Background: an optimization exercise with open tools, aiming at small area, a short achievable clock period and few clock cycles per item. Do not read the settings as production practice.
At most, simulation tests tie the RTL to the original design; equivalence was not proved.

==> flow/design.v <==
module sha256_core (
    input  wire         clk,
    input  wire         rst,
    input  wire         start,
    input  wire [255:0] state_in,
    input  wire [511:0] block_in,
    output wire         ready,
    output reg          done,
    output wire [255:0] state_out
);
    localparam integer NR = 2;             
    localparam integer NC = 64 / NR;       
    localparam integer CW = NC > 32 ? 6 : NC > 16 ? 5 : NC > 8 ? 4 : NC > 4 ? 3 : 2;
    localparam [2047:0] K = {
        32'h428a2f98, 32'h71374491, 32'hb5c0fbcf, 32'he9b5dba5,
        32'h3956c25b, 32'h59f111f1, 32'h923f82a4, 32'hab1c5ed5,
        32'hd807aa98, 32'h12835b01, 32'h243185be, 32'h550c7dc3,
        32'h72be5d74, 32'h80deb1fe, 32'h9bdc06a7, 32'hc19bf174,
        32'he49b69c1, 32'hefbe4786, 32'h0fc19dc6, 32'h240ca1cc,
        32'h2de92c6f, 32'h4a7484aa, 32'h5cb0a9dc, 32'h76f988da,
        32'h983e5152, 32'ha831c66d, 32'hb00327c8, 32'hbf597fc7,
        32'hc6e00bf3, 32'hd5a79147, 32'h06ca6351, 32'h14292967,
        32'h27b70a85, 32'h2e1b2138, 32'h4d2c6dfc, 32'h53380d13,
        32'h650a7354, 32'h766a0abb, 32'h81c2c92e, 32'h92722c85,
        32'ha2bfe8a1, 32'ha81a664b, 32'hc24b8b70, 32'hc76c51a3,
        32'hd192e819, 32'hd6990624, 32'hf40e3585, 32'h106aa070,
        32'h19a4c116, 32'h1e376c08, 32'h2748774c, 32'h34b0bcb5,
        32'h391c0cb3, 32'h4ed8aa4a, 32'h5b9cca4f, 32'h682e6ff3,
        32'h748f82ee, 32'h78a5636f, 32'h84c87814, 32'h8cc70208,
        32'h90befffa, 32'ha4506ceb, 32'hbef9a3f7, 32'hc67178f2
    };
    function [31:0] bsig0(input [31:0] x);
        bsig0 = {x[1:0], x[31:2]} ^ {x[12:0], x[31:13]} ^ {x[21:0], x[31:22]};
    endfunction
    function [31:0] bsig1(input [31:0] x);
        bsig1 = {x[5:0], x[31:6]} ^ {x[10:0], x[31:11]} ^ {x[24:0], x[31:25]};
    endfunction
    function [31:0] ssig0(input [31:0] x);
        ssig0 = {x[6:0], x[31:7]} ^ {x[17:0], x[31:18]} ^ {3'b000, x[31:3]};
    endfunction
    function [31:0] ssig1(input [31:0] x);
        ssig1 = {x[16:0], x[31:17]} ^ {x[18:0], x[31:19]} ^ {10'b0, x[31:10]};
    endfunction
    function [63:0] csa(input [31:0] x, input [31:0] y, input [31:0] z);
        csa = {x ^ y ^ z, ((x & y) | (x & z) | (y & z)) << 1};
    endfunction
    function [31:0] add_sk(input [31:0] x, input [31:0] y);
        reg [31:0] g, p;
        integer l, j;
        begin
            g = x & y;
            p = x ^ y;
            for (l = 0; l < 5; l = l + 1)
                for (j = 0; j < 32; j = j + 1)
                    if ((j >> l) & 1) begin
                        g[j] = g[j] | (p[j] & g[((j >> l) << l) - 1]);
                        p[j] = p[j] & p[((j >> l) << l) - 1];
                    end
            add_sk = (x ^ y) ^ {g[30:0], 1'b0};
        end
    endfunction
    function [31:0] add_bk(input [31:0] x, input [31:0] y);
        reg [31:0] g, p;
        integer l, j;
        begin
            g = x & y;
            p = x ^ y;
            for (l = 0; l < 5; l = l + 1)
                for (j = 0; j < 32; j = j + 1)
                    if (((j + 1) % (2 << l)) == 0) begin
                        g[j] = g[j] | (p[j] & g[j - (1 << l)]);
                        p[j] = p[j] & p[j - (1 << l)];
                    end
            for (l = 3; l >= 0; l = l - 1)
                for (j = 0; j < 32; j = j + 1)
                    if (((j + 1) % (2 << l)) == (1 << l) && j >= (2 << l)) begin
                        g[j] = g[j] | (p[j] & g[j - (1 << l)]);
                        p[j] = p[j] & p[j - (1 << l)];
                    end
            add_bk = (x ^ y) ^ {g[30:0], 1'b0};
        end
    endfunction
    reg          busy;      
    reg          rdy;       
    reg [CW-1:0] cnt;       
    wire         last = (cnt == NC - 1);
    wire         acc  = start & ~busy;
    reg  [31:0]  kr;        
    reg  [255:0] wst;       
    reg  [255:0] hs;        
    reg  [511:0] wwin;      
    assign ready     = rdy;
    assign state_out = hs;
    wire [32*(NR+4)-1:0] av;      
    wire [32*(NR+4)-1:0] ev;      
    assign av[127:0] = wst[255:128];
    assign ev[127:0] = wst[127:0];
    genvar i;
    generate
        for (i = 0; i < NR; i = i + 1) begin : g_round
            wire [31:0] ra = av[32*(i+4) - 1 -: 32];
            wire [31:0] rb = av[32*(i+3) - 1 -: 32];
            wire [31:0] rc = av[32*(i+2) - 1 -: 32];
            wire [31:0] rd = av[32*(i+1) - 1 -: 32];
            wire [31:0] re = ev[32*(i+4) - 1 -: 32];
            wire [31:0] rf = ev[32*(i+3) - 1 -: 32];
            wire [31:0] rg = ev[32*(i+2) - 1 -: 32];
            wire [31:0] rh = ev[32*(i+1) - 1 -: 32];
            wire [31:0] kt;
            if (i == 0) begin : g_kreg
                assign kt = kr;
            end else begin : g_krom
                wire [5:0] t = {cnt, 1'b1};
                assign kt = K[2047 - 32*t -: 32];
            end
            wire [31:0] wt = wwin[511 - 32*i -: 32];
            wire [31:0] ha = (i == NR - 1 && last) ? hs[255:224] : 32'd0;
            wire [31:0] he = (i == NR - 1 && last) ? hs[127:96]  : 32'd0;
            wire [31:0] s1 = bsig1(re);
            wire [31:0] ch = (re & rf) ^ (~re & rg);
            wire [31:0] s0 = bsig0(ra);
            wire [31:0] mj = (ra & rb) ^ (ra & rc) ^ (rb & rc);
            wire [63:0] p0 = csa(rh, kt, wt);
            wire [63:0] pe = csa(p0[63:32], p0[31:0], rd);
            wire [63:0] pa, pe2;
            if (i == 0) begin : g_first
                wire [63:0] x1 = csa(s1, ch, s0);
                wire [63:0] x2 = csa(p0[63:32], p0[31:0], mj);
                wire [63:0] x3 = csa(x1[63:32], x1[31:0], x2[63:32]);
                wire [63:0] x4 = csa(x3[63:32], x3[31:0], x2[31:0]);
                wire [63:0] y1 = csa(s1, ch, rd);
                wire [63:0] y2 = csa(p0[63:32], p0[31:0], y1[63:32]);
                wire [63:0] y3 = csa(y2[63:32], y2[31:0], y1[31:0]);
                if (NR == 1) begin : g_ff
                    wire [63:0] x5 = csa(x4[63:32], x4[31:0], ha);
                    wire [63:0] y4 = csa(y3[63:32], y3[31:0], he);
                    assign pa = x5;
                    assign pe2 = y4;
                end else begin : g_noff
                    assign pa = x4;
                    assign pe2 = y3;
                end
            end else begin : g_next
                wire [63:0] ea = csa(p0[63:32], p0[31:0], ha);
                wire [63:0] ee = csa(pe[63:32], pe[31:0], he);
                wire [63:0] x1 = csa(s1, ch, s0);
                wire [63:0] x2 = csa(ea[63:32], ea[31:0], mj);
                wire [63:0] x3 = csa(x1[63:32], x1[31:0], x2[63:32]);
                wire [63:0] x4 = csa(x3[63:32], x3[31:0], x2[31:0]);
                wire [63:0] y1 = csa(ee[63:32], ee[31:0], s1);
                wire [63:0] y2 = csa(y1[63:32], y1[31:0], ch);
                assign pa = x4;
                assign pe2 = y2;
            end
            assign av[32*(i+5) - 1 -: 32] = add_sk(pa[63:32], pa[31:0]);
            assign ev[32*(i+5) - 1 -: 32] = add_sk(pe2[63:32], pe2[31:0]);
        end
    endgenerate
    wire [255:0] nxt = {av[32*(NR+4)-1 -: 128], ev[32*(NR+4)-1 -: 128]};
    wire [32*NR-1:0] wnew;        
    wire [512+32*NR-1:0] wall = {wwin, wnew};
    generate
        for (i = 0; i < NR; i = i + 1) begin : g_sched
            localparam integer TOP = 512 + 32*NR - 1;
            wire [31:0] w_m16 = wall[TOP - 32*i        -: 32];
            wire [31:0] w_m15 = wall[TOP - 32*(i + 1)  -: 32];
            wire [31:0] w_m7  = wall[TOP - 32*(i + 9)  -: 32];
            wire [31:0] w_m2  = wall[TOP - 32*(i + 14) -: 32];
            wire [63:0] q1 = csa(ssig1(w_m2), w_m7, ssig0(w_m15));
            wire [63:0] q2 = csa(q1[63:32], q1[31:0], w_m16);
            assign wnew[32*NR - 1 - 32*i -: 32] = add_bk(q2[63:32], q2[31:0]);
        end
    endgenerate
    always @(posedge clk) begin
        if (rst) begin
            busy <= 1'b0;
            rdy  <= 1'b1;
            done <= 1'b0;
        end else begin
            done <= busy & last;
            if (acc) begin
                busy <= 1'b1;
                rdy  <= 1'b0;
            end else if (last) begin
                busy <= 1'b0;
                rdy  <= 1'b1;
            end
        end
    end
    wire [CW-1:0] cnt_n = busy ? cnt + 1'b1 : {CW{1'b0}};
    always @(posedge clk) begin
        cnt <= cnt_n;
        kr  <= K[2047 - 64*cnt_n -: 32];
    end
    always @(posedge clk) begin
        if (!busy) begin
            wst  <= state_in;
            wwin <= block_in;
        end else begin
            wst  <= nxt;
            wwin <= wall[512+32*NR-1 - 32*NR -: 512];
        end
    end
    wire [255:0] ffa = last ? nxt : 256'd0;
    always @(posedge clk) begin
        if (!busy)
            hs <= state_in;
        else begin
            hs[255:224] <= last ? nxt[255:224] : hs[255:224];
            hs[223:192] <= add_bk(hs[223:192], ffa[223:192]);
            hs[191:160] <= add_bk(hs[191:160], ffa[191:160]);
            hs[159:128] <= add_bk(hs[159:128], ffa[159:128]);
            hs[127:96]  <= last ? nxt[127:96] : hs[127:96];
            hs[95:64]   <= add_bk(hs[95:64], ffa[95:64]);
            hs[63:32]   <= add_bk(hs[63:32], ffa[63:32]);
            hs[31:0]    <= add_bk(hs[31:0], ffa[31:0]);
        end
    end
endmodule
==> flow/config.mk <==
export PLATFORM = sky130hd
export DESIGN_NAME = sha256_core
export DESIGN_NICKNAME = sha256_core
export VERILOG_FILES = /design/flow/design.v
export SDC_FILE = /design/flow/constraint.sdc
export NUM_CORES = 4
export LEC_CHECK = 0
export ABC_AREA = 1
export CAP_MARGIN = 20
export CORE_MARGIN = 2
export CORE_UTILIZATION = 50
export SLEW_MARGIN = 20
==> flow/constraint.sdc <==
create_clock -name core_clock -period 34.0 [get_ports {clk}]
set_input_delay 6.8000 -clock core_clock [delete_from_list [all_inputs] [get_ports {clk}]]
set_output_delay 6.8000 -clock core_clock [all_outputs]
set_load 0.01 [all_outputs]
standard.sh (not shown) runs the stock make flow with config.mk's settings and CLKGATE_MAP_FILE= SYNTH_SCRIPT=/design/flow/synth_recipe.tcl, a recipe that flattens the netlist after the stock synthesis.
==> flow/flow/run.sh <==
#!/bin/bash
# The standard ORFS layout (the standard.sh), with three changes to how
# it is made:
#  - synthesis skips the generic ABC pass that Yosys's synth runs before the
#    adder extraction (SYNTH_ARGS=-noabc); the registers are the same, and
#    the final ABC mapping still runs;
#  - the port buffers are the smallest buffer instead of the resizer's pick
#    (every port still gets its own buffer);
#  - timing repair aims for a larger setup slack than zero, so that the
#    achieved period gets shorter.  The clock and the SDC are the standard flow's.
# The tools' output goes to standard.log; ORFS's own logs are under orfs/logs.
set -euo pipefail
MARGIN=$(cat flow/margin.txt)
bash standard.sh "SYNTH_ARGS=-noabc" \
    "BUFFER_PORTS_ARGS=-buffer_cell sky130_fd_sc_hd__buf_1" \
    "SETUP_SLACK_MARGIN=$MARGIN" finish > standard.log 2>&1
==> flow/flow/margin.txt <==
25
Testbench counts at the start, summed over its fixed seeds: cycles 79,208, items 2,400.
Next try:
--- a/flow/design.v
+++ b/flow/design.v
@@ -4,11 +4,11 @@
     input  wire         start,
     input  wire [255:0] state_in,
     input  wire [511:0] block_in,
     output wire         ready,
     output reg          done,
-    output wire [255:0] state_out
+    output reg  [255:0] state_out
 );
     localparam integer NR = 2;             
     localparam integer NC = 64 / NR;       
     localparam integer CW = NC > 32 ? 6 : NC > 16 ? 5 : NC > 8 ? 4 : NC > 4 ? 3 : 2;
     localparam [2047:0] K = {
@@ -84,15 +84,17 @@
     reg          rdy;       
     reg [CW-1:0] cnt;       
     wire         last = (cnt == NC - 1);
     wire         acc  = start & ~busy;
     reg  [31:0]  kr;        
-    reg  [255:0] wst;       
-    reg  [255:0] hs;        
+    reg  [95:0]  wbcd;      
+    reg  [95:0]  wfgh;      
+    reg  [31:0]  h0, h4;    
+    wire [255:0] wst = {state_out[255:224], wbcd, state_out[127:96], wfgh};
+    wire [255:0] hs  = {h0, state_out[223:128], h4, state_out[95:0]};
     reg  [511:0] wwin;      
     assign ready     = rdy;
-    assign state_out = hs;
     wire [32*(NR+4)-1:0] av;      
     wire [32*(NR+4)-1:0] ev;      
     assign av[127:0] = wst[255:128];
     assign ev[127:0] = wst[127:0];
     genvar i;
@@ -190,30 +192,29 @@
     wire [CW-1:0] cnt_n = busy ? cnt + 1'b1 : {CW{1'b0}};
     always @(posedge clk) begin
         cnt <= cnt_n;
         kr  <= K[2047 - 64*cnt_n -: 32];
     end
+    wire [255:0] ffa = last ? nxt : 256'd0;
     always @(posedge clk) begin
         if (!busy) begin
-            wst  <= state_in;
-            wwin <= block_in;
+            state_out <= state_in;
+            wbcd      <= state_in[223:128];
+            wfgh      <= state_in[95:0];
+            h0        <= state_in[255:224];
+            h4        <= state_in[127:96];
+            wwin      <= block_in;
         end else begin
-            wst  <= nxt;
-            wwin <= wall[512+32*NR-1 - 32*NR -: 512];
-        end
-    end
-    wire [255:0] ffa = last ? nxt : 256'd0;
-    always @(posedge clk) begin
-        if (!busy)
-            hs <= state_in;
-        else begin
-            hs[255:224] <= last ? nxt[255:224] : hs[255:224];
-            hs[223:192] <= add_bk(hs[223:192], ffa[223:192]);
-            hs[191:160] <= add_bk(hs[191:160], ffa[191:160]);
-            hs[159:128] <= add_bk(hs[159:128], ffa[159:128]);
-            hs[127:96]  <= last ? nxt[127:96] : hs[127:96];
-            hs[95:64]   <= add_bk(hs[95:64], ffa[95:64]);
-            hs[63:32]   <= add_bk(hs[63:32], ffa[63:32]);
-            hs[31:0]    <= add_bk(hs[31:0], ffa[31:0]);
+            state_out[255:224] <= nxt[255:224];
+            state_out[223:192] <= add_bk(state_out[223:192], ffa[223:192]);
+            state_out[191:160] <= add_bk(state_out[191:160], ffa[191:160]);
+            state_out[159:128] <= add_bk(state_out[159:128], ffa[159:128]);
+            state_out[127:96]  <= nxt[127:96];
+            state_out[95:64]   <= add_bk(state_out[95:64], ffa[95:64]);
+            state_out[63:32]   <= add_bk(state_out[63:32], ffa[63:32]);
+            state_out[31:0]    <= add_bk(state_out[31:0], ffa[31:0]);
+            wbcd               <= nxt[223:128];
+            wfgh               <= nxt[95:0];
+            wwin               <= wall[512+32*NR-1 - 32*NR -: 512];
         end
     end
 endmodule
What happened: Worst setup slack gets worse by 19 ps; synthesized cell count rises by 1.2%; final area rises by 1.1%; core utilization falls by 0.13 points; routed wire length rises by 9.9%; maximum frequency hardly moves; global-route usage rises by 3.6 points; die area rises by 1.1%.
Only the layout flow was run in the second run of this note; the RTL was not checked for function there.

==> static timing again, ports no longer ideal <==
In the flow no input, the clock included, has a driving cell. The finished layouts below were timed again as built, in two steps. Step 1 assumes that a clkbuf_16 drives the clock port and a buf_2 every other input. Step 2 moves the port delays by t, midway between the first and last clock arrival at a register: inputs arrive t later, outputs are due t later. That takes back most of the time a late clock gives input paths. a / b / c = no drivers / after step 1 / after step 2; a / b = the first two.
run	t, ns	slack for setup (ns)	slew at the worst register clock pin (ns)
the first run	0.849	25.104 / 25.104 / 25.104	0.07 / 0.07
the second run	0.837	25.085 / 25.085 / 25.085	0.07 / 0.07
After both steps setup and hold are still met in every run listed.
